This is an optimization exercise on Yosys and OpenROAD, whose aim is small area, a short achievable clock period and few clock cycles per item, not a production implementation.
Where RTL was checked, it was by simulation tests only, not by an equivalence proof against the original.
Only the layout flow was run in run 1; the RTL was not checked for function there.

## config.mk

```make
export PLATFORM = sky130hd
export DESIGN_NAME = dx_ecc
export DESIGN_NICKNAME = dx_ecc
export VERILOG_FILES = /design/flow/design.v
export SDC_FILE = /design/flow/constraint.sdc
export NUM_CORES = 4
export LEC_CHECK = 0
export CAP_MARGIN = 20
export CORE_MARGIN = 2
export CORE_UTILIZATION = 60
export CTS_BUF_LIST = sky130_fd_sc_hd__clkbuf_4 sky130_fd_sc_hd__clkbuf_8
export CTS_CLUSTER_DIAMETER = 80
export CTS_CLUSTER_SIZE = 16
export SLEW_MARGIN = 20
```

## flow/run.sh

```bash
#!/bin/bash
# Own flow: the standard layout (standard synthesis unchanged), with
#  - port buffers of sky130_fd_sc_hd__buf_2 instead of the automatically chosen cell;
set -euo pipefail
bash standard.sh \
  "SETUP_SLACK_MARGIN=${FLOW_SETUP_MARGIN:-9.5}" \
  "BUFFER_PORTS_ARGS=-buffer_cell sky130_fd_sc_hd__buf_2" \
  finish > standard_make.log 2>&1
```

## design.v

```verilog
module dx_ecc (
    input  wire        clk,
    input  wire        rst,
    input  wire        in_valid,
    output wire        in_ready,
    input  wire        in_op,
    input  wire [63:0] in_data,
    input  wire [15:0] in_check,
    output reg         out_valid,
    output reg  [63:0] out_data,
    output reg  [15:0] out_check,
    output reg  [2:0]  out_status
);
    assign in_ready = 1'b1;
    function automatic [12:0] gf_pmul(input [6:0] a, input [6:0] b);
        integer i, j;
        begin
            gf_pmul = 13'd0;
            for (i = 0; i < 7; i = i + 1)
                for (j = 0; j < 7; j = j + 1)
                    gf_pmul[i + j] = gf_pmul[i + j] ^ (a[i] & b[j]);
        end
    endfunction
    function automatic [6:0] gf_mul(input [6:0] a, input [6:0] b);
        reg [12:0] p;
        integer i;
        begin
            p = 13'd0;
            for (i = 0; i < 7; i = i + 1)
                if (b[i]) p = p ^ ({6'd0, a} << i);
            for (i = 12; i >= 7; i = i - 1)
                if (p[i]) p = p ^ (13'h89 << (i - 7));
            gf_mul = p[6:0];
        end
    endfunction
    localparam [127:0] GF_INV3_T0 = 128'h85171f397d3521e1ec0715d9c155d956;
    localparam [127:0] GF_INV3_T1 = 128'h077bca8c40edde83cfa9b8fae20590f0;
    localparam [127:0] GF_INV3_T2 = 128'hd3d8a3c4b729aac8883ed3b1ef77e000;
    localparam [127:0] GF_INV3_T3 = 128'h9d7459fd639529fbdb72e2c062284688;
    localparam [127:0] GF_INV3_T4 = 128'h76d02a17ab13d34bf22b331b534913bc;
    localparam [127:0] GF_INV3_T5 = 128'h7a55ce6bcde0f5c45424a2b9e9a25f80;
    localparam [127:0] GF_INV3_T6 = 128'h4ae285f65b8d65a17edf971ddc8880a0;
    function automatic [6:0] gf_inv3(input [6:0] x);
        begin
            gf_inv3[0] = GF_INV3_T0[x];
            gf_inv3[1] = GF_INV3_T1[x];
            gf_inv3[2] = GF_INV3_T2[x];
            gf_inv3[3] = GF_INV3_T3[x];
            gf_inv3[4] = GF_INV3_T4[x];
            gf_inv3[5] = GF_INV3_T5[x];
            gf_inv3[6] = GF_INV3_T6[x];
        end
    endfunction
    localparam [127:0] IN_SET_T0 = 128'h341efc53e5ef0f6366edbbb9ab551f7e;
    function automatic [0:0] in_set(input [6:0] x);
        begin
            in_set[0] = IN_SET_T0[x];
        end
    endfunction
    function automatic [6:0] gf_sq(input [6:0] x);
        begin
            gf_sq[0] = ^(x & 7'h01);
            gf_sq[1] = ^(x & 7'h50);
            gf_sq[2] = ^(x & 7'h02);
            gf_sq[3] = ^(x & 7'h20);
            gf_sq[4] = ^(x & 7'h54);
            gf_sq[5] = ^(x & 7'h40);
            gf_sq[6] = ^(x & 7'h28);
        end
    endfunction
    function automatic [6:0] gf_ht(input [6:0] x);
        begin
            gf_ht[0] = ^(x & 7'h00);
            gf_ht[1] = ^(x & 7'h5c);
            gf_ht[2] = ^(x & 7'h58);
            gf_ht[3] = ^(x & 7'h60);
            gf_ht[4] = ^(x & 7'h16);
            gf_ht[5] = ^(x & 7'h68);
            gf_ht[6] = ^(x & 7'h48);
        end
    endfunction
    function automatic [6:0] gf_ht13(input [12:0] x);
        begin
            gf_ht13[0] = ^(x & 13'h0000);
            gf_ht13[1] = ^(x & 13'h13dc);
            gf_ht13[2] = ^(x & 13'h11d8);
            gf_ht13[3] = ^(x & 13'h1660);
            gf_ht13[4] = ^(x & 13'h0a16);
            gf_ht13[5] = ^(x & 13'h1ae8);
            gf_ht13[6] = ^(x & 13'h08c8);
        end
    endfunction
    function automatic [6:0] pois_lin(input [6:0] x);
        begin
            pois_lin[0] = ^(x & 7'h1c);
            pois_lin[1] = ^(x & 7'h33);
            pois_lin[2] = ^(x & 7'h12);
            pois_lin[3] = ^(x & 7'h2c);
            pois_lin[4] = ^(x & 7'h3b);
            pois_lin[5] = ^(x & 7'h2b);
            pois_lin[6] = ^(x & 7'h13);
        end
    endfunction
    wire [0:0] v_0;
    reg  [0:0] v_1;
    reg  [0:0] v_2;
    wire [0:0] op_0;
    reg  [0:0] op_1;
    reg  [0:0] op_2;
    wire [63:0] d_0;
    reg  [63:0] d_1;
    reg  [63:0] d_2;
    wire [15:0] c_0;
    reg  [15:0] c_1;
    wire [6:0] s1_0;
    reg  [6:0] s1_1;
    wire [6:0] s3_0;
    reg  [6:0] s3_1;
    wire [0:0] q_0;
    reg  [0:0] q_1;
    wire [0:0] s15_0;
    reg  [0:0] s15_1;
    reg  [0:0] s15_2;
    wire [14:0] cb_1;
    reg  [14:0] cb_2;
    wire [0:0] p1_1;
    reg  [0:0] p1_2;
    wire [6:0] e_1;
    wire [6:0] i3_1;
    wire [6:0] z_1;
    reg  [6:0] z_2;
    wire [6:0] s1g_1;
    reg  [6:0] s1g_2;
    wire [0:0] t0_1;
    reg  [0:0] t0_2;
    wire [0:0] ez_1;
    reg  [0:0] ez_2;
    wire [0:0] szero_1;
    reg  [0:0] szero_2;
    wire [0:0] pz_1;
    reg  [0:0] pz_2;
    wire [6:0] x1_2;
    wire [6:0] x2_2;
    wire [0:0] in1_2;
    wire [0:0] in2_2;
    wire [0:0] s1z_2;
    wire [0:0] keep_2;
    wire [0:0] e78_2;
    wire [2:0] st_2;
    wire [77:0] hit_2;
    wire [63:0] od_2;
    reg  [63:0] od_3;
    wire [14:0] oc_2;
    reg  [14:0] oc_3;
    wire [2:0] ost_2;
    reg  [2:0] ost_3;
    wire [0:0] ov_2;
    reg  [0:0] ov_3;
    generate if (1) begin : g_in
        assign v_0 = in_valid;
        assign op_0 = in_op;
        assign d_0 = in_data;
        assign c_0 = in_check;
    end endgenerate
    generate if (1) begin : g_S
        wire [13:0] cg = c_0[13:0] & {14{op_0}};
        wire [260:0] xt;
        assign xt[0] = d_0[10] ^ d_0[61];
        assign xt[1] = d_0[11] ^ d_0[62];
        assign xt[2] = d_0[3] ^ d_0[19];
        assign xt[3] = d_0[6] ^ d_0[58];
        assign xt[4] = d_0[9] ^ d_0[43];
        assign xt[5] = d_0[37] ^ d_0[38];
        assign xt[6] = d_0[44] ^ xt[0];
        assign xt[7] = d_0[5] ^ d_0[53];
        assign xt[8] = d_0[13] ^ d_0[42];
        assign xt[9] = d_0[16] ^ d_0[23];
        assign xt[10] = d_0[24] ^ d_0[36];
        assign xt[11] = d_0[45] ^ d_0[59];
        assign xt[12] = d_0[46] ^ d_0[60];
        assign xt[13] = d_0[1] ^ d_0[12];
        assign xt[14] = d_0[2] ^ d_0[25];
        assign xt[15] = d_0[4] ^ d_0[52];
        assign xt[16] = d_0[7] ^ d_0[41];
        assign xt[17] = d_0[14] ^ d_0[17];
        assign xt[18] = d_0[26] ^ d_0[47];
        assign xt[19] = d_0[20] ^ xt[1];
        assign xt[20] = d_0[35] ^ xt[9];
        assign xt[21] = d_0[54] ^ xt[3];
        assign xt[22] = d_0[57] ^ xt[4];
        assign xt[23] = d_0[15] ^ d_0[18];
        assign xt[24] = d_0[34] ^ d_0[39];
        assign xt[25] = d_0[48] ^ cg[9];
        assign xt[26] = d_0[55] ^ d_0[63];
        assign xt[27] = d_0[8] ^ xt[8];
        assign xt[28] = d_0[32] ^ xt[2];
        assign xt[29] = d_0[33] ^ xt[5];
        assign xt[30] = cg[7] ^ xt[10];
        assign xt[31] = cg[8] ^ xt[14];
        assign xt[32] = d_0[31] ^ xt[6];
        assign xt[33] = d_0[0] ^ d_0[22];
        assign xt[34] = d_0[21] ^ d_0[27];
        assign xt[35] = d_0[40] ^ cg[13];
        assign xt[36] = d_0[28] ^ xt[12];
        assign xt[37] = d_0[29] ^ xt[24];
        assign xt[38] = d_0[49] ^ xt[17];
        assign xt[39] = d_0[51] ^ xt[7];
        assign xt[40] = d_0[56] ^ xt[11];
        assign xt[41] = cg[10] ^ xt[18];
        assign xt[42] = xt[16] ^ xt[26];
        assign xt[43] = d_0[30] ^ xt[22];
        assign xt[44] = cg[11] ^ xt[30];
        assign xt[45] = xt[13] ^ xt[29];
        assign xt[46] = xt[15] ^ xt[21];
        assign xt[47] = xt[20] ^ xt[27];
        assign xt[48] = d_0[50] ^ xt[23];
        assign xt[49] = d_0[58] ^ xt[28];
        assign xt[50] = d_0[63] ^ xt[38];
        assign xt[51] = cg[5] ^ xt[42];
        assign xt[52] = cg[12] ^ xt[31];
        assign xt[53] = xt[2] ^ xt[19];
        assign xt[54] = xt[6] ^ xt[48];
        assign xt[55] = xt[25] ^ xt[41];
        assign xt[56] = d_0[27] ^ xt[47];
        assign xt[57] = d_0[47] ^ xt[32];
        assign xt[58] = xt[1] ^ xt[43];
        assign xt[59] = xt[33] ^ xt[46];
        assign xt[60] = d_0[0] ^ d_0[48];
        assign xt[61] = d_0[4] ^ d_0[28];
        assign xt[62] = d_0[9] ^ d_0[23];
        assign xt[63] = d_0[11] ^ d_0[25];
        assign xt[64] = d_0[12] ^ d_0[15];
        assign xt[65] = d_0[19] ^ cg[7];
        assign xt[66] = d_0[26] ^ d_0[59];
        assign xt[67] = d_0[32] ^ d_0[40];
        assign xt[68] = d_0[33] ^ d_0[61];
        assign xt[69] = d_0[41] ^ d_0[42];
        assign xt[70] = d_0[55] ^ cg[3];
        assign xt[71] = d_0[57] ^ cg[4];
        assign xt[72] = d_0[5] ^ xt[34];
        assign xt[73] = d_0[21] ^ xt[35];
        assign xt[74] = d_0[34] ^ xt[12];
        assign xt[75] = d_0[36] ^ xt[35];
        assign xt[76] = d_0[37] ^ xt[17];
        assign xt[77] = d_0[45] ^ xt[34];
        assign xt[78] = d_0[51] ^ xt[0];
        assign xt[79] = cg[0] ^ xt[7];
        assign xt[80] = cg[4] ^ xt[5];
        assign xt[81] = cg[8] ^ xt[13];
        assign xt[82] = cg[9] ^ xt[63];
        assign xt[83] = xt[4] ^ xt[69];
        assign xt[84] = d_0[24] ^ xt[19];
        assign xt[85] = d_0[38] ^ xt[36];
        assign xt[86] = d_0[39] ^ xt[39];
        assign xt[87] = d_0[60] ^ xt[37];
        assign xt[88] = cg[6] ^ xt[40];
        assign xt[89] = cg[13] ^ xt[37];
        assign xt[90] = xt[10] ^ xt[21];
        assign xt[91] = xt[11] ^ xt[28];
        assign xt[92] = xt[20] ^ xt[80];
        assign xt[93] = xt[39] ^ xt[73];
        assign xt[94] = d_0[29] ^ xt[45];
        assign xt[95] = d_0[52] ^ xt[44];
        assign xt[96] = cg[6] ^ xt[49];
        assign xt[97] = xt[16] ^ xt[32];
        assign xt[98] = xt[18] ^ xt[54];
        assign xt[99] = xt[22] ^ xt[50];
        assign xt[100] = xt[23] ^ xt[52];
        assign xt[101] = xt[45] ^ xt[61];
        assign xt[102] = xt[51] ^ xt[81];
        assign xt[103] = xt[53] ^ xt[99];
        assign xt[104] = xt[56] ^ xt[88];
        assign xt[105] = xt[57] ^ xt[90];
        assign xt[106] = xt[59] ^ xt[75];
        assign xt[107] = d_0[1] ^ d_0[61];
        assign xt[108] = xt[11] ^ xt[60];
        assign xt[109] = xt[67] ^ xt[107];
        assign xt[110] = xt[36] ^ xt[42];
        assign xt[111] = xt[76] ^ xt[79];
        assign xt[112] = xt[108] ^ xt[109];
        assign xt[113] = xt[44] ^ xt[110];
        assign xt[114] = xt[111] ^ xt[112];
        assign xt[115] = xt[56] ^ xt[58];
        assign xt[116] = xt[113] ^ xt[114];
        assign xt[117] = xt[115] ^ xt[116];
        assign xt[118] = d_0[8] ^ d_0[56];
        assign xt[119] = d_0[62] ^ cg[1];
        assign xt[120] = xt[118] ^ xt[119];
        assign xt[121] = xt[36] ^ xt[83];
        assign xt[122] = xt[120] ^ xt[50];
        assign xt[123] = xt[121] ^ xt[94];
        assign xt[124] = xt[100] ^ xt[122];
        assign xt[125] = xt[105] ^ xt[123];
        assign xt[126] = xt[124] ^ xt[125];
        assign xt[127] = d_0[7] ^ d_0[16];
        assign xt[128] = cg[2] ^ xt[5];
        assign xt[129] = xt[8] ^ xt[14];
        assign xt[130] = xt[25] ^ xt[26];
        assign xt[131] = xt[127] ^ xt[128];
        assign xt[132] = xt[129] ^ xt[130];
        assign xt[133] = xt[89] ^ xt[91];
        assign xt[134] = xt[131] ^ xt[132];
        assign xt[135] = xt[58] ^ xt[98];
        assign xt[136] = xt[133] ^ xt[134];
        assign xt[137] = xt[135] ^ xt[136];
        assign xt[138] = d_0[20] ^ d_0[49];
        assign xt[139] = d_0[56] ^ d_0[57];
        assign xt[140] = cg[10] ^ xt[8];
        assign xt[141] = xt[62] ^ xt[66];
        assign xt[142] = xt[70] ^ xt[138];
        assign xt[143] = xt[139] ^ xt[140];
        assign xt[144] = xt[141] ^ xt[142];
        assign xt[145] = xt[44] ^ xt[49];
        assign xt[146] = xt[86] ^ xt[143];
        assign xt[147] = xt[144] ^ xt[97];
        assign xt[148] = xt[101] ^ xt[145];
        assign xt[149] = xt[146] ^ xt[147];
        assign xt[150] = xt[148] ^ xt[149];
        assign xt[151] = d_0[10] ^ d_0[14];
        assign xt[152] = d_0[43] ^ d_0[50];
        assign xt[153] = cg[11] ^ xt[67];
        assign xt[154] = xt[71] ^ xt[151];
        assign xt[155] = xt[152] ^ xt[27];
        assign xt[156] = xt[29] ^ xt[40];
        assign xt[157] = xt[72] ^ xt[153];
        assign xt[158] = xt[154] ^ xt[46];
        assign xt[159] = xt[52] ^ xt[84];
        assign xt[160] = xt[87] ^ xt[155];
        assign xt[161] = xt[156] ^ xt[157];
        assign xt[162] = xt[158] ^ xt[159];
        assign xt[163] = xt[160] ^ xt[161];
        assign xt[164] = xt[162] ^ xt[163];
        assign xt[165] = d_0[3] ^ d_0[14];
        assign xt[166] = d_0[22] ^ d_0[35];
        assign xt[167] = d_0[44] ^ cg[12];
        assign xt[168] = xt[3] ^ xt[24];
        assign xt[169] = xt[64] ^ xt[66];
        assign xt[170] = xt[68] ^ xt[165];
        assign xt[171] = xt[166] ^ xt[167];
        assign xt[172] = xt[82] ^ xt[168];
        assign xt[173] = xt[169] ^ xt[170];
        assign xt[174] = xt[171] ^ xt[43];
        assign xt[175] = xt[51] ^ xt[85];
        assign xt[176] = xt[93] ^ xt[172];
        assign xt[177] = xt[173] ^ xt[174];
        assign xt[178] = xt[175] ^ xt[176];
        assign xt[179] = xt[177] ^ xt[178];
        assign xt[180] = d_0[62] ^ xt[64];
        assign xt[181] = xt[41] ^ xt[180];
        assign xt[182] = xt[87] ^ xt[181];
        assign xt[183] = xt[97] ^ xt[182];
        assign xt[184] = xt[104] ^ xt[106];
        assign xt[185] = xt[183] ^ xt[184];
        assign xt[186] = cg[5] ^ xt[68];
        assign xt[187] = xt[19] ^ xt[30];
        assign xt[188] = xt[38] ^ xt[79];
        assign xt[189] = xt[83] ^ xt[186];
        assign xt[190] = xt[55] ^ xt[91];
        assign xt[191] = xt[187] ^ xt[188];
        assign xt[192] = xt[189] ^ xt[59];
        assign xt[193] = xt[190] ^ xt[191];
        assign xt[194] = xt[192] ^ xt[193];
        assign xt[195] = d_0[0] ^ d_0[17];
        assign xt[196] = cg[13] ^ xt[195];
        assign xt[197] = xt[40] ^ xt[196];
        assign xt[198] = xt[53] ^ xt[86];
        assign xt[199] = xt[92] ^ xt[197];
        assign xt[200] = xt[102] ^ xt[198];
        assign xt[201] = xt[199] ^ xt[105];
        assign xt[202] = xt[200] ^ xt[201];
        assign xt[203] = d_0[12] ^ d_0[13];
        assign xt[204] = d_0[54] ^ cg[3];
        assign xt[205] = xt[9] ^ xt[203];
        assign xt[206] = xt[204] ^ xt[31];
        assign xt[207] = xt[72] ^ xt[205];
        assign xt[208] = xt[55] ^ xt[85];
        assign xt[209] = xt[89] ^ xt[206];
        assign xt[210] = xt[207] ^ xt[95];
        assign xt[211] = xt[208] ^ xt[209];
        assign xt[212] = xt[103] ^ xt[210];
        assign xt[213] = xt[211] ^ xt[212];
        assign xt[214] = cg[1] ^ xt[33];
        assign xt[215] = xt[62] ^ xt[74];
        assign xt[216] = xt[76] ^ xt[77];
        assign xt[217] = xt[82] ^ xt[214];
        assign xt[218] = xt[215] ^ xt[216];
        assign xt[219] = xt[217] ^ xt[95];
        assign xt[220] = xt[96] ^ xt[98];
        assign xt[221] = xt[102] ^ xt[218];
        assign xt[222] = xt[219] ^ xt[220];
        assign xt[223] = xt[221] ^ xt[222];
        assign xt[224] = d_0[18] ^ d_0[41];
        assign xt[225] = xt[12] ^ xt[15];
        assign xt[226] = xt[25] ^ xt[71];
        assign xt[227] = xt[224] ^ xt[31];
        assign xt[228] = xt[225] ^ xt[226];
        assign xt[229] = xt[47] ^ xt[93];
        assign xt[230] = xt[227] ^ xt[228];
        assign xt[231] = xt[57] ^ xt[96];
        assign xt[232] = xt[229] ^ xt[230];
        assign xt[233] = xt[231] ^ xt[232];
        assign xt[234] = d_0[2] ^ cg[12];
        assign xt[235] = xt[7] ^ xt[65];
        assign xt[236] = xt[70] ^ xt[234];
        assign xt[237] = xt[74] ^ xt[235];
        assign xt[238] = xt[236] ^ xt[54];
        assign xt[239] = xt[92] ^ xt[237];
        assign xt[240] = xt[58] ^ xt[238];
        assign xt[241] = xt[239] ^ xt[106];
        assign xt[242] = xt[240] ^ xt[241];
        assign xt[243] = d_0[22] ^ d_0[46];
        assign xt[244] = d_0[53] ^ cg[2];
        assign xt[245] = xt[65] ^ xt[243];
        assign xt[246] = xt[244] ^ xt[78];
        assign xt[247] = xt[245] ^ xt[55];
        assign xt[248] = xt[84] ^ xt[246];
        assign xt[249] = xt[100] ^ xt[101];
        assign xt[250] = xt[247] ^ xt[248];
        assign xt[251] = xt[104] ^ xt[249];
        assign xt[252] = xt[250] ^ xt[251];
        assign xt[253] = d_0[2] ^ d_0[7];
        assign xt[254] = xt[3] ^ xt[15];
        assign xt[255] = xt[60] ^ xt[253];
        assign xt[256] = xt[77] ^ xt[78];
        assign xt[257] = xt[254] ^ xt[255];
        assign xt[258] = xt[256] ^ xt[257];
        assign xt[259] = xt[94] ^ xt[258];
        assign xt[260] = xt[103] ^ xt[259];
        assign s1_0[0] = xt[117];
        assign s1_0[1] = xt[126];
        assign s1_0[2] = xt[137];
        assign s1_0[3] = xt[150];
        assign s1_0[4] = xt[164];
        assign s1_0[5] = xt[179];
        assign s1_0[6] = xt[185];
        assign s3_0[0] = xt[194];
        assign s3_0[1] = xt[202];
        assign s3_0[2] = xt[213];
        assign s3_0[3] = xt[223];
        assign s3_0[4] = xt[233];
        assign s3_0[5] = xt[242];
        assign s3_0[6] = xt[252];
        assign q_0 = xt[260];
        assign s15_0 = c_0[15];
    end endgenerate
    generate if (1) begin : g_cb
        wire [13:0] rd;
        wire [40:0] xr;
        assign xr[0] = s1_1[0] ^ s3_1[0];
        assign xr[1] = s1_1[1] ^ s3_1[3];
        assign xr[2] = s1_1[2] ^ s3_1[6];
        assign xr[3] = s1_1[3] ^ s1_1[5];
        assign xr[4] = xr[1] ^ xr[2];
        assign xr[5] = s1_1[4] ^ s1_1[6];
        assign xr[6] = s3_1[1] ^ s3_1[5];
        assign xr[7] = s3_1[2] ^ xr[0];
        assign xr[8] = s3_1[4] ^ xr[5];
        assign xr[9] = xr[3] ^ xr[4];
        assign xr[10] = s1_1[6] ^ xr[1];
        assign xr[11] = s3_1[2] ^ xr[6];
        assign xr[12] = s3_1[5] ^ xr[0];
        assign xr[13] = s1_1[3] ^ xr[4];
        assign xr[14] = xr[0] ^ xr[8];
        assign xr[15] = xr[6] ^ xr[9];
        assign xr[16] = s3_1[0] ^ s3_1[5];
        assign xr[17] = xr[2] ^ xr[3];
        assign xr[18] = xr[5] ^ xr[16];
        assign xr[19] = xr[17] ^ xr[18];
        assign xr[20] = s3_1[3] ^ xr[2];
        assign xr[21] = xr[11] ^ xr[20];
        assign xr[22] = s1_1[2] ^ s1_1[5];
        assign xr[23] = xr[22] ^ xr[14];
        assign xr[24] = xr[3] ^ xr[10];
        assign xr[25] = xr[3] ^ xr[12];
        assign xr[26] = s1_1[5] ^ s3_1[4];
        assign xr[27] = s3_1[5] ^ xr[26];
        assign xr[28] = xr[7] ^ xr[27];
        assign xr[29] = xr[10] ^ xr[11];
        assign xr[30] = xr[3] ^ xr[7];
        assign xr[31] = xr[8] ^ xr[30];
        assign xr[32] = xr[7] ^ xr[13];
        assign xr[33] = s1_1[4] ^ xr[12];
        assign xr[34] = xr[13] ^ xr[33];
        assign xr[35] = s1_1[4] ^ s3_1[1];
        assign xr[36] = xr[35] ^ xr[7];
        assign xr[37] = xr[9] ^ xr[36];
        assign xr[38] = xr[14] ^ xr[15];
        assign xr[39] = s3_1[2] ^ xr[8];
        assign xr[40] = xr[9] ^ xr[39];
        assign rd[0] = xr[19];
        assign rd[1] = xr[21];
        assign rd[2] = xr[23];
        assign rd[3] = xr[24];
        assign rd[4] = xr[25];
        assign rd[5] = xr[15];
        assign rd[6] = xr[28];
        assign rd[7] = xr[29];
        assign rd[8] = xr[31];
        assign rd[9] = xr[32];
        assign rd[10] = xr[34];
        assign rd[11] = xr[37];
        assign rd[12] = xr[38];
        assign rd[13] = xr[40];
        assign cb_1 = op_1 ? c_1[14:0] : {q_1, rd};
    end endgenerate
    generate if (1) begin : g_P
        assign p1_1 = q_1 ^ c_1[14] ^ ^({s3_1, s1_1} & 14'h0fd4);
    end endgenerate
    generate if (1) begin : g_E
        assign e_1 = gf_mul(s1_1, gf_sq(s1_1)) ^ s3_1;
        assign i3_1 = gf_inv3(s1_1);
    end endgenerate
    generate if (1) begin : g_K
        assign s1g_1 = s1_1 & {7{op_1}};
        wire [12:0] kp = gf_pmul(s3_1, i3_1);
        assign z_1 = gf_ht13(kp);
        assign t0_1 = ^(kp & 13'h0881);
        assign ez_1 = (e_1 == 7'd0);
        assign szero_1 = (s1_1 == 7'd0) && (e_1 == 7'd0);
        wire [6:0] ts1 = s1_1 ^ 7'h40;
        wire ecmp = (e_1 == (pois_lin(s1_1) ^ 7'h12));
        wire tz = (ts1 == 7'd0) && ecmp;
        wire ts = in_set(ts1) && ecmp;
        wire [1:0] tp = {s15_1, p1_1} ^ 2'd2;
        assign pz_1 = (tz && (tp != 2'd3)) || (ts && (tp == 2'd1));
    end endgenerate
    generate if (1) begin : g_X
        assign x1_2 = gf_mul(s1g_2, z_2);
        assign x2_2 = x1_2 ^ s1g_2;
        assign in1_2 = in_set(x1_2);
        assign in2_2 = in_set(x2_2);
        assign s1z_2 = (s1g_2 == 7'd0);
    end endgenerate
    generate if (1) begin : g_st
        wire ok1 = !s1z_2 && ez_2 && in2_2;
        wire ok2 = !s1z_2 && !ez_2 && t0_2 && in1_2 && in2_2;
        wire one = (ok1 && p1_2 && !s15_2) || (szero_2 && (p1_2 ^ s15_2));
        wire two = (ok2 && !p1_2 && !s15_2) || (ok1 && (p1_2 == s15_2)) || (szero_2 && p1_2 && s15_2);
        wire clean = szero_2 && !p1_2 && !s15_2;
        assign st_2 = !op_2 || clean ? 3'd0 : one ? 3'd1 : two ? 3'd2 : pz_2 ? 3'd3 : 3'd4;
        assign keep_2 = !op_2 || clean || one || two;
        assign e78_2 = op_2 && (p1_2 ^ (ez_2 && !szero_2));
    end endgenerate
    generate if (1) begin : g_hit
        assign hit_2[0] = (x1_2 == 7'h01) || (x2_2 == 7'h01);
        assign hit_2[1] = (x1_2 == 7'h02) || (x2_2 == 7'h02);
        assign hit_2[2] = (x1_2 == 7'h04) || (x2_2 == 7'h04);
        assign hit_2[3] = (x1_2 == 7'h08) || (x2_2 == 7'h08);
        assign hit_2[4] = (x1_2 == 7'h10) || (x2_2 == 7'h10);
        assign hit_2[5] = (x1_2 == 7'h20) || (x2_2 == 7'h20);
        assign hit_2[6] = (x1_2 == 7'h40) || (x2_2 == 7'h40);
        assign hit_2[7] = (x1_2 == 7'h09) || (x2_2 == 7'h09);
        assign hit_2[8] = (x1_2 == 7'h12) || (x2_2 == 7'h12);
        assign hit_2[9] = (x1_2 == 7'h24) || (x2_2 == 7'h24);
        assign hit_2[10] = (x1_2 == 7'h48) || (x2_2 == 7'h48);
        assign hit_2[11] = (x1_2 == 7'h19) || (x2_2 == 7'h19);
        assign hit_2[12] = (x1_2 == 7'h32) || (x2_2 == 7'h32);
        assign hit_2[13] = (x1_2 == 7'h64) || (x2_2 == 7'h64);
        assign hit_2[14] = (x1_2 == 7'h41) || (x2_2 == 7'h41);
        assign hit_2[15] = (x1_2 == 7'h0b) || (x2_2 == 7'h0b);
        assign hit_2[16] = (x1_2 == 7'h16) || (x2_2 == 7'h16);
        assign hit_2[17] = (x1_2 == 7'h2c) || (x2_2 == 7'h2c);
        assign hit_2[18] = (x1_2 == 7'h58) || (x2_2 == 7'h58);
        assign hit_2[19] = (x1_2 == 7'h39) || (x2_2 == 7'h39);
        assign hit_2[20] = (x1_2 == 7'h72) || (x2_2 == 7'h72);
        assign hit_2[21] = (x1_2 == 7'h6d) || (x2_2 == 7'h6d);
        assign hit_2[22] = (x1_2 == 7'h53) || (x2_2 == 7'h53);
        assign hit_2[23] = (x1_2 == 7'h2f) || (x2_2 == 7'h2f);
        assign hit_2[24] = (x1_2 == 7'h5e) || (x2_2 == 7'h5e);
        assign hit_2[25] = (x1_2 == 7'h35) || (x2_2 == 7'h35);
        assign hit_2[26] = (x1_2 == 7'h6a) || (x2_2 == 7'h6a);
        assign hit_2[27] = (x1_2 == 7'h5d) || (x2_2 == 7'h5d);
        assign hit_2[28] = (x1_2 == 7'h33) || (x2_2 == 7'h33);
        assign hit_2[29] = (x1_2 == 7'h66) || (x2_2 == 7'h66);
        assign hit_2[30] = (x1_2 == 7'h45) || (x2_2 == 7'h45);
        assign hit_2[31] = (x1_2 == 7'h03) || (x2_2 == 7'h03);
        assign hit_2[32] = (x1_2 == 7'h06) || (x2_2 == 7'h06);
        assign hit_2[33] = (x1_2 == 7'h0c) || (x2_2 == 7'h0c);
        assign hit_2[34] = (x1_2 == 7'h18) || (x2_2 == 7'h18);
        assign hit_2[35] = (x1_2 == 7'h30) || (x2_2 == 7'h30);
        assign hit_2[36] = (x1_2 == 7'h60) || (x2_2 == 7'h60);
        assign hit_2[37] = (x1_2 == 7'h49) || (x2_2 == 7'h49);
        assign hit_2[38] = (x1_2 == 7'h1b) || (x2_2 == 7'h1b);
        assign hit_2[39] = (x1_2 == 7'h36) || (x2_2 == 7'h36);
        assign hit_2[40] = (x1_2 == 7'h6c) || (x2_2 == 7'h6c);
        assign hit_2[41] = (x1_2 == 7'h51) || (x2_2 == 7'h51);
        assign hit_2[42] = (x1_2 == 7'h2b) || (x2_2 == 7'h2b);
        assign hit_2[43] = (x1_2 == 7'h56) || (x2_2 == 7'h56);
        assign hit_2[44] = (x1_2 == 7'h25) || (x2_2 == 7'h25);
        assign hit_2[45] = (x1_2 == 7'h4a) || (x2_2 == 7'h4a);
        assign hit_2[46] = (x1_2 == 7'h1d) || (x2_2 == 7'h1d);
        assign hit_2[47] = (x1_2 == 7'h3a) || (x2_2 == 7'h3a);
        assign hit_2[48] = (x1_2 == 7'h74) || (x2_2 == 7'h74);
        assign hit_2[49] = (x1_2 == 7'h61) || (x2_2 == 7'h61);
        assign hit_2[50] = (x1_2 == 7'h4b) || (x2_2 == 7'h4b);
        assign hit_2[51] = (x1_2 == 7'h1f) || (x2_2 == 7'h1f);
        assign hit_2[52] = (x1_2 == 7'h3e) || (x2_2 == 7'h3e);
        assign hit_2[53] = (x1_2 == 7'h7c) || (x2_2 == 7'h7c);
        assign hit_2[54] = (x1_2 == 7'h71) || (x2_2 == 7'h71);
        assign hit_2[55] = (x1_2 == 7'h6b) || (x2_2 == 7'h6b);
        assign hit_2[56] = (x1_2 == 7'h5f) || (x2_2 == 7'h5f);
        assign hit_2[57] = (x1_2 == 7'h37) || (x2_2 == 7'h37);
        assign hit_2[58] = (x1_2 == 7'h6e) || (x2_2 == 7'h6e);
        assign hit_2[59] = (x1_2 == 7'h55) || (x2_2 == 7'h55);
        assign hit_2[60] = (x1_2 == 7'h23) || (x2_2 == 7'h23);
        assign hit_2[61] = (x1_2 == 7'h46) || (x2_2 == 7'h46);
        assign hit_2[62] = (x1_2 == 7'h05) || (x2_2 == 7'h05);
        assign hit_2[63] = (x1_2 == 7'h0a) || (x2_2 == 7'h0a);
        assign hit_2[64] = (x1_2 == 7'h14) || (x2_2 == 7'h14);
        assign hit_2[65] = (x1_2 == 7'h28) || (x2_2 == 7'h28);
        assign hit_2[66] = (x1_2 == 7'h50) || (x2_2 == 7'h50);
        assign hit_2[67] = (x1_2 == 7'h29) || (x2_2 == 7'h29);
        assign hit_2[68] = (x1_2 == 7'h52) || (x2_2 == 7'h52);
        assign hit_2[69] = (x1_2 == 7'h2d) || (x2_2 == 7'h2d);
        assign hit_2[70] = (x1_2 == 7'h5a) || (x2_2 == 7'h5a);
        assign hit_2[71] = (x1_2 == 7'h3d) || (x2_2 == 7'h3d);
        assign hit_2[72] = (x1_2 == 7'h7a) || (x2_2 == 7'h7a);
        assign hit_2[73] = (x1_2 == 7'h7d) || (x2_2 == 7'h7d);
        assign hit_2[74] = (x1_2 == 7'h73) || (x2_2 == 7'h73);
        assign hit_2[75] = (x1_2 == 7'h6f) || (x2_2 == 7'h6f);
        assign hit_2[76] = (x1_2 == 7'h57) || (x2_2 == 7'h57);
        assign hit_2[77] = (x1_2 == 7'h27) || (x2_2 == 7'h27);
    end endgenerate
    generate if (1) begin : g_out
        assign od_2 = {64{keep_2}} & (d_2 ^ hit_2[77:14]);
        assign oc_2 = {15{keep_2}} & (cb_2 ^ {e78_2, hit_2[13:0]});
        assign ost_2 = st_2;
        assign ov_2 = v_2;
    end endgenerate
    always @(posedge clk) begin
        v_1 <= rst ? 1'b0 : v_0;
        v_2 <= rst ? 1'b0 : v_1;
        op_1 <= op_0;
        op_2 <= op_1;
        d_1 <= d_0;
        d_2 <= d_1;
        c_1 <= c_0;
        s1_1 <= s1_0;
        s3_1 <= s3_0;
        q_1 <= q_0;
        s15_1 <= s15_0;
        s15_2 <= s15_1;
        cb_2 <= cb_1;
        p1_2 <= p1_1;
        z_2 <= z_1;
        s1g_2 <= s1g_1;
        t0_2 <= t0_1;
        ez_2 <= ez_1;
        szero_2 <= szero_1;
        pz_2 <= pz_1;
        od_3 <= od_2;
        oc_3 <= oc_2;
        ost_3 <= ost_2;
        ov_3 <= rst ? 1'b0 : ov_2;
    end
    always @* begin
        out_valid  = ov_3;
        out_data   = od_3;
        out_check  = {1'b0, oc_3};
        out_status = ost_3;
    end
endmodule
```

## constraint.sdc

```tcl
create_clock -name core_clock -period 14.0 [get_ports {clk}]
set_input_delay 2.8000 -clock core_clock [delete_from_list [all_inputs] [get_ports {clk}]]
set_output_delay 2.8000 -clock core_clock [all_outputs]
set_load 0.01 [all_outputs]
```

## standard.sh

```bash
#!/bin/bash
# synth_recipe.tcl (not shown) runs the flow's synth.tcl, then flattens the netlist and writes it again
# the make line also repeats each setting of config.mk as NAME=value (left out here)
make -C /OpenROAD-flow-scripts/flow DESIGN_CONFIG=/design/flow/config.mk WORK_HOME=/design/flow/orfs CLKGATE_MAP_FILE= SYNTH_SCRIPT=/design/flow/synth_recipe.tcl "${@:-finish}"
```

==> flow_summary_export.csv, run 1 <==
group,metric,value,unit
run_status,outcome,"no timing/DRC/antenna violations",
global_route,grt_pass1_vias,12215,
timing,rsz0062_at_grt,"false",
placed_design,dp_hpwl,38400,um
critical_path,arrival,4.77,ns
critical_path,rr_endpoint,"z_2[1]",
critical_path,cp.required,14.46,ns
timing,relSlewSlack,0.411,
critical_path,r2r_cells,11,
floorplanning,chipHeight,168,um
critical_path,crit_end,"s3_1[1]",
hold_path,min_from,"d_1[29]",
finish,synthToLayoutAreaGrowth,8.57,%
placed_design,dpl_cell_area,17000,um2
timing,fin_skew,0.0173,ns
timing,maxSlewViolCount,0,
floorplanning,start_util,0.606,
detailed_routing,viasPerCell,6.03,
critical_path,startpoint_type,"input pin",
critical_path,cp.depth,7,
floorplanning,core-area,26700,um2
finish,layout_common_cells,"xnor2_1, dfxtp_1, nand2_1",
critical_path,critPathLaunch,"in_data[61]",
finish,fin_cells,2208,
timing,max_freq,232,MHz
clock_network,cts_hold_buf,0,
timing,fin_setup_tns,0,ns
clock_network,cts_made_buffers,22,
synthesis,synth_top_area_frac,0.346,
critical_path,cpMostUsedCell,"xor2_1",
synthesis,synth.ff_latch_count,280,
floorplanning,dieWidth,168,um
clock_network,clk_pin_slew,0.10,ns
floorplanning,pin_count,169,
synthesis,synth.distinct_cells,83,
placed_design,place_congestion,1.01,
finish,fin_nets,1972,
clock_network,cts.htree.levels,1,
detailed_routing,routed_wl,50300,um
timing,hold_viol,0,
clock_network,cts_tree,"done",
synthesis,synth_ff_type,"dfxtp_1",
timing,whs,0.328,ns
synthesis,synth_top_cells_by_area,"dfxtp_1, xnor2_1, xor2_1",
clock_network,clock-sinks,280,
critical_path,reg2reg_setup_slack,9.70,ns
critical_path,cp_top_family,"XOR/XNOR gates",
clock_network,clk_latency,0.56,ns
global_route,antenna_found_initial,1,
clock_network,cts_root_buf,"clkbuf_8",
detailed_routing,drtIter0Drc,1506,
synthesis,synth_edf_count,0,
critical_path,r2r_start,"s1_1[5]",
timing,tightestPinTransition,0.883,ns
synthesis,syn-cell-area,16200,um2
floorplanning,die_area,28300,um2
synthesis,avgSynthCellArea,9.23,um2
detailed_routing,route.detailed.drc,0,
synthesis,synth_nets,1865,
floorplanning,rows,60,
synthesis,yosys.area.top_type,"dfxtp_1",
finish,final_common_cell,"xnor2_1",
synthesis,yosysSeqAreaShare,0.346,
global_route,overflow,0,
placed_design,dp.cells,2170,
detailed_routing,detail-route-antenna-nets,0,
critical_path,slowest_stage,"xnor3_1",
critical_path,cp_num_buf_inv,1,
detailed_routing,wl_per_cell,22.8,um
hold_path,worst_hold_path_type,"register to register",
synthesis,yosysWarnings,1,
finish,drive_gt1_frac,0.149,
clock_network,cts_buffer_depth,3,
critical_path,worst_setup_path_end_kind,"register",
global_route,grt_max_degree,90,
global_route,grt_pass1_wl,74500,um
synthesis,syn_inst,1756,
detailed_routing,first_pass_iters,6,
global_route,grt_use_total,0.344,
timing,finalCritPeriodShare,0.308,
detailed_routing,num_vias,13317,
timing,finalCriticalPeriod,4.31,ns
critical_path,crit_chain,"buf_2, xor2_1, xnor2_1, xor2_1, xor2_1, xnor2_1, xnor3_1",
finish,diodes,0,
critical_path,cp_max_fo,4,
flow_run,max_cap_violations,0,
critical_path,crit_type,"input pin to register",
finish,design_area,17600,um2
synthesis,ys_async_sr_fraction,0,
timing,setup_viol,0,
placed_design,io_buffers,166,
critical_path,slowest_delay,0.43,ns
## cells in the mapped netlist (15+ instances only)
library cell and instances:
xnor2_1 327, dfxtp_1 280, nand2_1 178, xor2_1 171, and2_1 94, o22ai_1 84
o21ai_0 67, nor2_1 51, clkbuf_1 46, a21oi_1 43, buf_2 30, nand3_1 30
ha_1 25, nand2b_1 19, mux2i_1 18, nor2b_1 18, inv_1 17, nor3_1 15
## worst register-to-register path: cells and delay by family (launching register included)
family / cells / cell delay, ns
xor+xnor: 5 / 1.77
simple gates: 3 / 1.32
buf+inv: 1 / 0.51
flops: 1 / 0.33
compound gates: 2 / 0.25
## flip-flops by register name (all words and copies together) (netlist names), 3 cells and up
name,flops
d_1,64
d_2,64
od_3,64
c_1,15
cb_2,15
oc_3,15
s1_1,7
s1g_2,7
s3_1,7
z_2,6
ost_3,3
## worst min-delay path by stage
stage | endpoint | slack, ns | depth (start not counted)
after floorplan | d_2[0] | 0.31 | 0
after global placement | d_2[42] | 0.31 | 0
after detailed placement | d_2[17] | 0.31 | 0
after CTS | d_2[54] | 0.33 | 0
after global routing | d_2[54] | 0.33 | 0
final | d_2[29] | 0.33 | 0
## timing repair
item | CTS | global route
endpoints found under the setup margin | 86 | 86
hold endpoints to repair | 0 | 0
buffers inserted | 0 | 10
resized for setup | 9 | 23
pin swaps | 0 | 2
## final cells by class
class	count	area (um2)
Clock buffer	23	310
Clock inverter	5	40.0
Fill cell	2273	9130
Inverter	18	77.6
Multi-Input combinational cell	1357	10100
Sequential cell	280	5620
Tap cell	341	427
Timing Repair Buffer	184	978
## per-layer routing
| metal | up-vias | track usage | wire (um) |
|---|---|---|---|
| met1 | 6316 | 0.508 | 21700 |
| met5 | - | 0 | 0 |
| met2 | 772 | 0.531 | 22100 |
| met4 | 0 | 0.0840 | 1460 |
| li1 | 6121 | - | - |
| met3 | 108 | 0.0505 | 5060 |
## through the flow
stage / util / worst slack [ns]
6_report: 0.658 / 9.69
5_1_grt: 0.658 / 9.51
4_1_cts: 0.652 / 9.52
3_5_place_dp: 0.637 / 8.84
3_3_place_gp: 0.637 / 8.92
2_1_floorplan: - / 9.56
## cell families (layout without fill, tap and decap cells)
family | Yosys count | in the layout | synth area share
buffers and inverters | 119 | 230 | 0.0354
and+or+nand+nor | 473 | 473 | 0.147
AOI/OAI and AO/OA | 302 | 302 | 0.123
xor gates and xnor gates | 529 | 529 | 0.312
muxes | 26 | 26 | 0.0167
adders and majority gates | 25 | 25 | 0.0193
other | 2 | 2 | 0.000463
DFF | 280 | 280 | 0.346
==> inputs of run 2 (changes only) <==
--- a/design.v
+++ b/design.v
@@ -518,9 +518,8 @@
         assign ez_1 = (e_1 == 7'd0);
         assign szero_1 = (s1_1 == 7'd0) && (e_1 == 7'd0);
         wire [6:0] ts1 = s1_1 ^ 7'h40;
-        wire ecmp = (e_1 == (pois_lin(s1_1) ^ 7'h12));
-        wire tz = (ts1 == 7'd0) && ecmp;
-        wire ts = in_set(ts1) && ecmp;
+        wire tz = (ts1 == 7'd0) && (e_1 == 7'h12);
+        wire ts = in_set(ts1) && (e_1 == (pois_lin(s1_1) ^ 7'h12));
         wire [1:0] tp = {s15_1, p1_1} ^ 2'd2;
         assign pz_1 = (tz && (tp != 2'd3)) || (ts && (tp == 2'd1));
     end endgenerate
--- a/config.mk
+++ b/config.mk
@@ -7,7 +7,7 @@
 export LEC_CHECK = 0
 export CAP_MARGIN = 20
 export CORE_MARGIN = 2
-export CORE_UTILIZATION = 60
+export CORE_UTILIZATION = 50
 export CTS_BUF_LIST = sky130_fd_sc_hd__clkbuf_4 sky130_fd_sc_hd__clkbuf_8
 export CTS_CLUSTER_DIAMETER = 80
 export CTS_CLUSTER_SIZE = 16
==> flow_summary_export.csv, run 2 <==
group,metric,value,unit
critical_path,cp_max_fo,4,
timing,relSlewSlack,0.293,
critical_path,slowest_delay,0.47,ns
timing,fin_skew,0.0356,ns
floorplanning,rows,64,
synthesis,synth_top_cells_by_area,"dfxtp_1, xnor2_1, xor2_1",
clock_network,cts.htree.levels,1,
clock_network,cts_tree,"done",
critical_path,worst_setup_path_end_kind,"register",
synthesis,synth.distinct_cells,84,
clock_network,clk_pin_slew,0.10,ns
placed_design,dp.cells,2214,
critical_path,slowest_stage,"xor2_1",
critical_path,arrival,4.87,ns
synthesis,syn_inst,1741,
critical_path,reg2reg_setup_slack,9.65,ns
synthesis,avgSynthCellArea,8.97,um2
detailed_routing,wl_per_cell,22.0,um
detailed_routing,drtIter0Drc,1420,
synthesis,synth.ff_latch_count,280,
clock_network,clock-sinks,280,
placed_design,place_congestion,0.986,
floorplanning,pin_count,169,
clock_network,cts_made_buffers,22,
finish,layout_common_cells,"xnor2_1, dfxtp_1, nand2_1",
critical_path,cp.required,14.46,ns
finish,drive_gt1_frac,0.149,
timing,setup_viol,0,
finish,largestRegisters,"d_1 x64, d_2 x64, od_3 x64",
synthesis,yosysWarnings,1,
hold_path,worst_hold_path_type,"register to register",
critical_path,r2r_start,"s1_1[1]",
synthesis,synth_ff_type,"dfxtp_1",
hold_path,min_from,"d_1[19]",
finish,fin_nets,1964,
critical_path,r2r_cells,15,
critical_path,cpMostUsedCell,"xnor2_1",
global_route,antenna_found_initial,1,
critical_path,crit_type,"input pin to register",
global_route,overflow,0,
global_route,grt_max_degree,80,
finish,fin_cells,2253,
detailed_routing,detail-route-antenna-nets,0,
timing,hold_viol,0,
timing,maxSlewViolCount,0,
placed_design,dp_hpwl,37500,um
global_route,grt_pass1_vias,11741,
detailed_routing,viasPerCell,5.60,
flow_run,max_cap_violations,0,
detailed_routing,route.detailed.drc,0,
synthesis,synth_most_common_cell,"xnor2_1",
finish,diodes,0,
placed_design,io_buffers,166,
timing,tightestPinTransition,1.06,ns
synthesis,ys_async_sr_fraction,0,
timing,finalCriticalPeriod,4.41,ns
finish,final_common_cell,"xnor2_1",
floorplanning,core-area,30700,um2
timing,rsz0062_at_grt,"true",
clock_network,clk_latency,0.57,ns
clock_network,cts_buffer_depth,3,
detailed_routing,routed_wl,49600,um
critical_path,rr_endpoint,"z_2[1]",
floorplanning,start_util,0.509,
synthesis,synth_top_area_frac,0.359,
clock_network,cts_hold_buf,0,
clock_network,cts_root_buf,"clkbuf_8",
floorplanning,dieWidth,181,um
hold_path,hold_depth,0,
synthesis,syn-cell-area,15600,um2
timing,max_freq,227,MHz
detailed_routing,first_pass_iters,5,
critical_path,crit_chain,"buf_2, xor2_1, xnor2_1, xor2_1, xor2_1, xnor2_1, xnor2_1, xnor2_1",
run_status,outcome,"no timing/DRC/antenna violations",
synthesis,synth_top_cells_by_count,"xnor2_1, dfxtp_1, nand2_1",
floorplanning,chipHeight,181,um
timing,fin_setup_tns,0,ns
global_route,grt_use_total,0.293,
synthesis,yosysSeqAreaShare,0.359,
hold_path,min_to,"d_2[19]",
detailed_routing,num_vias,12611,
global_route,grt_pass1_wl,74100,um
timing,finalCritPeriodShare,0.315,
synthesis,synth_nets,1851,
synthesis,yosys.area.top_type,"dfxtp_1",
finish,synthToLayoutAreaGrowth,9.75,%
critical_path,startpoint_type,"input pin",
floorplanning,die_area,32600,um2
synthesis,synth_edf_count,0,
## run 2: cell types whose count changed in the layout (fill, tap and decap cells not counted), sizes merged, moves of 9 or more
cell | previous run | this run
or2 | 13 | 1
mux2i | 18 | 9
xor3 | 12 | 2
nand2 | 178 | 216
nor2 | 53 | 141
xor2 | 173 | 117
o21ai | 69 | 51
and2 | 95 | 16
xnor2 | 328 | 413
nand3 | 30 | 18
## run 2: worst max path at each step
stage / from / endpoint / slack (ns) / cells after the start
final: in_data[61] / s3_1[4] / 9.59 / 8
after global routing: s1g_2[6] / ost_3[2] / 9.45 / 18
after CTS: s1_1[1] / z_2[1] / 9.47 / 16
after detailed placement: s1_1[0] / z_2[1] / 8.94 / 14
after global placement: s1_1[0] / z_2[1] / 9.06 / 14
after floorplan: in_data[61] / s3_1[4] / 9.71 / 7
## run 2: timing repair
| item | 4_1_cts | 5_1_grt |
|---|---|---|
| setup endpoints to repair | 85 | 86 |
| buffers inserted | 1 | 11 |
| gates resized for setup | 20 | 30 |
| pin swaps | 1 | 5 |
## run 2: layer usage
| metal | GRT usage | up-vias | part of all wire |
|---|---|---|---|
| met5 | 0 | - | 0 |
| met4 | 0.0716 | 0 | 0.026 |
| met1 | 0.444 | 5902 | 0.46 |
| met3 | 0.0347 | 80 | 0.076 |
| met2 | 0.441 | 632 | 0.43 |
| li1 | - | 5997 | - |
## run 2: critical path: cells and delay by family
family / cells / cell delay (ns)
xor+xnor: 7 / 1.93
buf+inv: 1 / 0.15
## run 2: layout make-up
type                    count  area, um2
fillers                  2871      13500
multi-input cells        1343       9540
flip-flops and latches    280       5630
repair buffers            187       1040
well taps                 396        495
clock buffers              23        317
inverters                  20       81.3
clock inverters             4       37.5
## run 2: cells by family (layout without fill, tap and decap cells)
family,after synthesis,in the layout,synth area share
AOI/OAI and AO/OA,287,287,0.122
xor gates and xnor gates,541,541,0.316
adders and majority gates,26,26,0.0208
buffers and inverters,118,234,0.0380
DFF,280,280,0.359
muxes,16,16,0.0115
other,2,2,0.000481
and+or+nand+nor,471,471,0.132
## run 2: per-stage QoR
step	utilization	worst slack (ns)	cell area, um2	hold slack (ns)
floorplan	-	9.71	15600	0.310
detailed placement	0.538	8.94	16500	0.312
global route	0.559	9.45	17100	0.303
finish	0.559	9.59	17100	0.299
global placement	0.538	9.06	16500	0.310
CTS	0.552	9.47	16900	0.307
Testbench counts of run 2, summed over its fixed seeds: cycles 12,024, items 12,000.
==> inputs of run 3 (changes only) <==
==> flow/run.sh (replaced) <==
#!/bin/bash
# Own flow: the standard layout (standard synthesis unchanged), with
#  - port buffers of sky130_fd_sc_hd__buf_2 instead of the automatically chosen cell;
set -euo pipefail
bash standard.sh \
  "SETUP_SLACK_MARGIN=${FLOW_SETUP_MARGIN:-9.7}" \
  "BUFFER_PORTS_ARGS=-buffer_cell sky130_fd_sc_hd__buf_2" \
  finish > standard_make.log 2>&1
==> flow_summary_export.csv, run 3 <==
group,metric,value,unit
finish,drive_gt1_frac,0.168,
placed_design,place_congestion,0.986,
synthesis,syn-cell-area,15600,um2
finish,synthToLayoutAreaGrowth,11.4,%
hold_path,min_to,"d_2[19]",
floorplanning,core-area,30700,um2
floorplanning,rows,64,
detailed_routing,routed_wl,50200,um
critical_path,crit_type,"input pin to register",
detailed_routing,first_pass_iters,6,
placed_design,dp.cells,2214,
timing,fin_skew,0.0336,ns
finish,fin_nets,1981,
critical_path,cp_top_family,"XOR/XNOR gates",
flow_run,max_cap_violations,0,
clock_network,cts_hold_buf,0,
timing,rsz0062_at_grt,"true",
detailed_routing,drtIter0Drc,1440,
global_route,grt_use_total,0.293,
floorplanning,dieWidth,181,um
timing,fin_setup_tns,0,ns
clock_network,cts_buffer_depth,3,
timing,finalCriticalPeriod,4.23,ns
run_status,outcome,"no timing/DRC/antenna violations",
detailed_routing,route.detailed.drc,0,
hold_path,worst_hold_path_type,"register to register",
critical_path,cpMostUsedCell,"xnor2_1",
critical_path,reg2reg_setup_slack,9.86,ns
synthesis,ys_async_sr_fraction,0,
global_route,grt_max_degree,80,
critical_path,slowest_stage,"xnor2_1",
timing,maxSlewViolCount,0,
placed_design,dp_hpwl,37500,um
detailed_routing,num_vias,12693,
critical_path,r2r_cells,15,
critical_path,worst_setup_path_end_kind,"register",
timing,setup_viol,0,
global_route,antenna_found_initial,1,
synthesis,synth_top_cells_by_area,"dfxtp_1, xnor2_1, xor2_1",
detailed_routing,detail-route-antenna-nets,0,
floorplanning,chipHeight,181,um
finish,diodes,0,
placed_design,io_buffers,166,
synthesis,yosysSeqAreaShare,0.359,
finish,final_common_cell,"xnor2_1",
global_route,overflow,0,
clock_network,clk_pin_slew,0.10,ns
synthesis,syn_inst,1741,
synthesis,synth.distinct_cells,84,
critical_path,rr_endpoint,"z_2[1]",
timing,tightestPinTransition,1.06,ns
critical_path,cp_num_buf_inv,1,
clock_network,cts.htree.levels,1,
floorplanning,die_area,32600,um2
placed_design,dpl_cell_area,16500,um2
finish,design_area,17400,um2
timing,hold_viol,0,
synthesis,synth.ff_latch_count,280,
critical_path,slowest_delay,0.46,ns
finish,largestRegisters,"d_1 x64, d_2 x64, od_3 x64",
hold_path,min_from,"d_1[19]",
timing,max_freq,236,MHz
detailed_routing,wl_per_cell,22.1,um
global_route,grt_pass1_vias,11793,
clock_network,clock-sinks,280,
clock_network,cts_tree,"done",
synthesis,synth_top_area_frac,0.359,
clock_network,cts_made_buffers,22,
synthesis,synth_edf_count,0,
critical_path,crit_chain,"buf_2, xor2_1, xnor2_1, xnor2_1, xnor2_1, xnor2_1, xnor2_1, xnor2_1",
critical_path,arrival,4.69,ns
synthesis,yosys.area.top_type,"dfxtp_1",
synthesis,synth_ff_type,"dfxtp_1",
clock_network,cts_root_buf,"clkbuf_8",
global_route,grt_pass1_wl,74200,um
floorplanning,start_util,0.509,
synthesis,yosysWarnings,1,
critical_path,startpoint_type,"input pin",
synthesis,avgSynthCellArea,8.97,um2
synthesis,synth_top_cells_by_count,"xnor2_1, dfxtp_1, nand2_1",
hold_path,hold_depth,0,
synthesis,synth_most_common_cell,"xnor2_1",
finish,fillers,2840,
critical_path,r2r_start,"s1_1[1]",
timing,relSlewSlack,0.293,
critical_path,cp_max_fo,3,
finish,layout_common_cells,"xnor2_1, dfxtp_1, nand2_1",
finish,fin_cells,2270,
synthesis,synth_nets,1851,
critical_path,cp.required,14.46,ns
floorplanning,pin_count,169,
timing,finalCritPeriodShare,0.302,
clock_network,clk_latency,0.56,ns
detailed_routing,viasPerCell,5.59,
## run 3: area by class of cell
| class | instances | area (um2) | share of cell area |
|---|---|---|---|
| Clock buffer | 23 | 317 | 0.0182 |
| Tap cell | 396 | 495 | 0.0285 |
| Sequential cell | 280 | 5630 | 0.324 |
| Inverter | 20 | 90.1 | 0.00518 |
| Multi-Input combinational cell | 1343 | 9630 | 0.554 |
| Timing Repair Buffer | 204 | 1180 | 0.0681 |
| Clock inverter | 4 | 37.5 | 0.00216 |
## run 3: layer usage
layer / vias to the layer above / routed length (um) / GRT usage / share of wire
met1: 5913 / 23100 / 0.444 / 0.46
met2: 668 / 21700 / 0.441 / 0.43
met3: 88 / 4130 / 0.0363 / 0.082
met4: 0 / 1300 / 0.0719 / 0.026
met5: - / 0 / 0 / 0
li1: 6024 / - / - / -
## run 3: worst max path at each step
stage / from / end / depth (start not counted)
after floorplan: in_data[61] / s3_1[4] / 7
after global placement: s1_1[0] / z_2[1] / 14
after detailed placement: s1_1[0] / z_2[1] / 14
after CTS: s1_1[3] / z_2[1] / 13
after global routing: z_2[5] / ost_3[2] / 13
final: in_data[42] / s3_1[4] / 8
## run 3: worst register-to-register path: stages, from the launching register on
cell and delay [ns]:
dfxtp_4 0.41, buf_12 0.18, clkinvlp_4 0.19, ha_4 0.27, or3b_1 0.48, nand3_1 0.12
a32o_1 0.19, a221oi_1 0.09, a311o_2 0.50, buf_4 0.17, buf_4 0.13, mux2_2 0.25
a22oi_1 0.25, xnor2_1 0.19, xnor3_1 0.48, xnor2_1 0.15
## run 3: cell families after synthesis
family | Yosys count | synth area share
XOR/XNOR | 541 | 0.316
AND/OR/NAND/NOR | 471 | 0.132
AO/OA/AOI/OAI | 287 | 0.122
flip-flops | 280 | 0.359
buffers and inverters | 118 | 0.0380
adder cells (fa/ha/maj) | 26 | 0.0208
multiplexers | 16 | 0.0115
other | 2 | 0.000481
## run 3: timing repair
action,in CTS,in global routing
pin swaps,4,11
resized for setup,29,48
cloned,0,1
setup buffers,6,22
setup endpoints to repair,88,93
## run 3: through the flow
step	util	setup slack (ns)	hold slack [ns]
after floorplan	-	9.71	0.310
after detailed placement	0.538	8.94	0.312
after global routing	0.567	9.68	0.303
after global placement	0.538	9.06	0.310
final	0.567	9.77	0.301
after CTS	0.554	9.65	0.307
==> inputs of run 4 (changes only) <==
==> flow/run.sh (replaced) <==
#!/bin/bash
# Own flow: the standard layout (standard synthesis unchanged), with
#  - port buffers of sky130_fd_sc_hd__buf_2 instead of the automatically chosen cell;
set -euo pipefail
bash standard.sh \
  "SETUP_SLACK_MARGIN=${FLOW_SETUP_MARGIN:-10.0}" \
  "BUFFER_PORTS_ARGS=-buffer_cell sky130_fd_sc_hd__buf_2" \
  finish > standard_make.log 2>&1
--- a/config.mk
+++ b/config.mk
@@ -7,7 +7,7 @@
 export LEC_CHECK = 0
 export CAP_MARGIN = 20
 export CORE_MARGIN = 2
-export CORE_UTILIZATION = 50
+export CORE_UTILIZATION = 60
 export CTS_BUF_LIST = sky130_fd_sc_hd__clkbuf_4 sky130_fd_sc_hd__clkbuf_8
 export CTS_CLUSTER_DIAMETER = 80
 export CTS_CLUSTER_SIZE = 16
==> flow_summary_export.csv, run 4 <==
group,metric,value,unit
finish,final_common_cell,"xnor2_1",
detailed_routing,viasPerCell,5.83,
floorplanning,core-area,25800,um2
timing,relSlewSlack,0.318,
synthesis,synthSimpleGateAreaFrac,0.132,
global_route,grt_use_total,0.340,
critical_path,cpMostUsedCell,"xnor2_1",
global_route,grt_pass1_vias,11799,
floorplanning,die_area,27300,um2
timing,fin_ws,9.89,ns
timing,hold_viol,0,
detailed_routing,route.detailed.drc,0,
synthesis,synth_top_family_by_area,"XOR/XNOR gates",
synthesis,yosys.area_share.xor_xnor,0.316,
critical_path,crit_chain,"buf_2, xor2_4, buf_4, xnor2_2, xor2_1, xnor2_1, xnor2_1, xnor2_1, xnor2_1",
finish,fillers,2033,
critical_path,startpoint_type,"input pin",
detailed_routing,first_pass_iters,5,
detailed_routing,routed_wl,47900,um
timing,fin_skew,0.0470,ns
finish,drive_gt1_frac,0.208,
synthesis,synth.ff_latch_count,280,
synthesis,avgSynthCellArea,8.97,um2
placed_design,dp_hpwl,35600,um
global_route,overflow,0,
synthesis,ys_async_sr_fraction,0,
detailed_routing,wl_per_cell,21.5,um
timing,finalCritPeriodShare,0.293,
clock_network,cts_buffer_depth,3,
clock_network,cts_root_buf,"clkbuf_8",
timing,setup_viol,0,
clock_network,clk_pin_slew,0.09,ns
detailed_routing,num_vias,13006,
synthesis,synth_nets,1851,
finish,multiInputGateArea,10300,um2
timing,tightestPinTransition,1.02,ns
critical_path,cp_num_buf_inv,2,
finish,fin_nets,2002,
synthesis,yosys.area.top_type,"dfxtp_1",
finish,synthToLayoutAreaGrowth,16.2,%
critical_path,slowest_delay,0.29,ns
synthesis,synth_top_cells_by_count,"xnor2_1, dfxtp_1, nand2_1",
timing,fin_setup_tns,0,ns
synthesis,synth.distinct_cells,84,
floorplanning,dieWidth,165,um
synthesis,syn_inst,1741,
critical_path,cp_top_family,"XOR/XNOR gates",
global_route,grt_max_degree,81,
floorplanning,pin_count,169,
floorplanning,rows,59,
timing,finalCriticalPeriod,4.11,ns
critical_path,cp_max_fo,4,
critical_path,worst_setup_path_end_kind,"register",
synthesis,yosysSeqAreaShare,0.359,
finish,diodes,0,
critical_path,cp.required,14.46,ns
clock_network,cts.htree.levels,1,
clock_network,clock-sinks,280,
finish,largestRegisters,"d_1 x64, d_2 x64, od_3 x64",
detailed_routing,drtIter0Drc,1640,
timing,rsz0062_at_grt,"true",
flow_run,max_cap_violations,0,
synthesis,synth_top_cells_by_area,"dfxtp_1, xnor2_1, xor2_1",
synthesis,synth_ff_type,"dfxtp_1",
clock_network,cts_made_buffers,22,
timing,maxSlewViolCount,0,
finish,regArea,5650,um2
synthesis,synth_top_area_frac,0.359,
critical_path,crit_type,"input pin to register",
placed_design,io_buffers,166,
finish,fin_cells,2230,
synthesis,synthMuxAreaShare,0.0115,
detailed_routing,detail-route-antenna-nets,0,
synthesis,syn-cell-area,15600,um2
placed_design,place_congestion,1.00,
floorplanning,chipHeight,165,um
placed_design,place_ws,8.86,ns
placed_design,dp.cells,2151,
run_status,outcome,"no timing/DRC/antenna violations",
critical_path,arrival,4.57,ns
clock_network,clk_latency,0.57,ns
clock_network,cts_tree,"done",
synthesis,yosysWarnings,1,
global_route,grt_pass1_wl,70200,um
floorplanning,start_util,0.606,
hold_path,worst_hold_path_type,"register to register",
global_route,antenna_found_initial,0,
synthesis,synth_compound_area_frac,0.122,
critical_path,slowest_stage,"xnor2_1",
timing,max_freq,243,MHz
synthesis,synth_most_common_cell,"xnor2_1",
clock_network,cts_hold_buf,0,
finish,layout_common_cells,"xnor2_1, dfxtp_1, nand2_1",
synthesis,synthAdderAreaFrac,0.0208,
synthesis,synth_edf_count,0,
==> run 4: cells by family (layout without fill, tap and decap cells) <==
group                    count (synthesis)  in the layout
other                                    2              2
flip-flops                             280            280
AND/OR/NAND/NOR                        471            471
adder cells (fa/ha/maj)                 26             26
multiplexers                            16             16
AO/OA/AOI/OAI                          287            287
buffers and inverters                  118            272
XOR/XNOR                               541            541
==> run 4: layer usage <==
metal  vias up  part of all wire  global-route usage
met5         -                 0                   0
met2       799              0.43               0.513
li1       6080                 -                   -
met3       126              0.11              0.0557
met1      6001              0.43               0.499
met4         0             0.034               0.102
==> run 4: layout make-up <==
type / instances / share of cell area
Clock buffer: 23 / 0.0174
Clock inverter: 4 / 0.00352
Inverter: 20 / 0.00517
Multi-Input combinational cell: 1343 / 0.565
Sequential cell: 280 / 0.311
Tap cell: 335 / 0.0231
Timing Repair Buffer: 225 / 0.0741
==> run 4: final timing paths <==
check | from | end | slack [ns] | cells after the start
worst min register to register | d_1[40] | d_2[40] | 0.30 | 0
worst max-delay path | in_data[45] | s3_1[1] | 9.89 | 9
worst min-delay path | d_1[40] | d_2[40] | 0.30 | 0
worst max register to register | s1_1[0] | z_2[1] | 9.96 | 15
==> run 4: timing repair <==
item	CTS	global route
setup endpoints to repair	100	97
cloned	0	0
pin swaps	9	24
resized for setup	67	65
setup buffers	21	31
==> run 4: through the flow <==
stage / utilization / area (um2) / hold slack (ns)
2_1_floorplan: - / 15900 / 0.310
3_3_place_gp: 0.647 / 16700 / 0.311
3_5_place_dp: 0.647 / 16700 / 0.312
4_1_cts: 0.681 / 17500 / 0.292
5_1_grt: 0.704 / 18100 / 0.309
6_report: 0.704 / 18100 / 0.300

## afterwards: timing with drivers on the ports
No port has a modelled driver above. Below, the same layouts with a new extraction and two added sets of constraints.
Step 1: set_driving_cell puts a clkbuf_16 on clk and a buf_2 on each other input, an assumption about the parent block.
Step 2 also shifts input and output timing later by t, the mid clock arrival at the registers, as if the neighbouring blocks saw the same clock.
Three values: ideal, step 1, step 2; two values: the first two.
| run | t (ns) | slack for setup (ns) | worst setup path after step 2 | clock arrival spread, ns | worst data-port slew with drivers (ns) |
|---|---|---|---|---|---|
| run 1 | 0.607 | 9.693 / 9.695 / 9.103 | input to register | 0.027 / 0.026 | 0.05 |
| run 2 | 0.597 | 9.593 / 9.604 / 9.007 | input to register | 0.039 / 0.039 | 0.07 |
| run 3 | 0.597 | 9.770 / 9.793 / 9.196 | input to register | 0.041 / 0.041 | 0.07 |
| run 4 | 0.595 | 9.893 / 9.904 / 9.309 | input to register | 0.049 / 0.049 | 0.04 |
After both steps setup and hold are still met in every run listed. The setup slack of run 1, which loses most, moves by +0.002 ns with the drivers and by -0.590 ns with both steps.
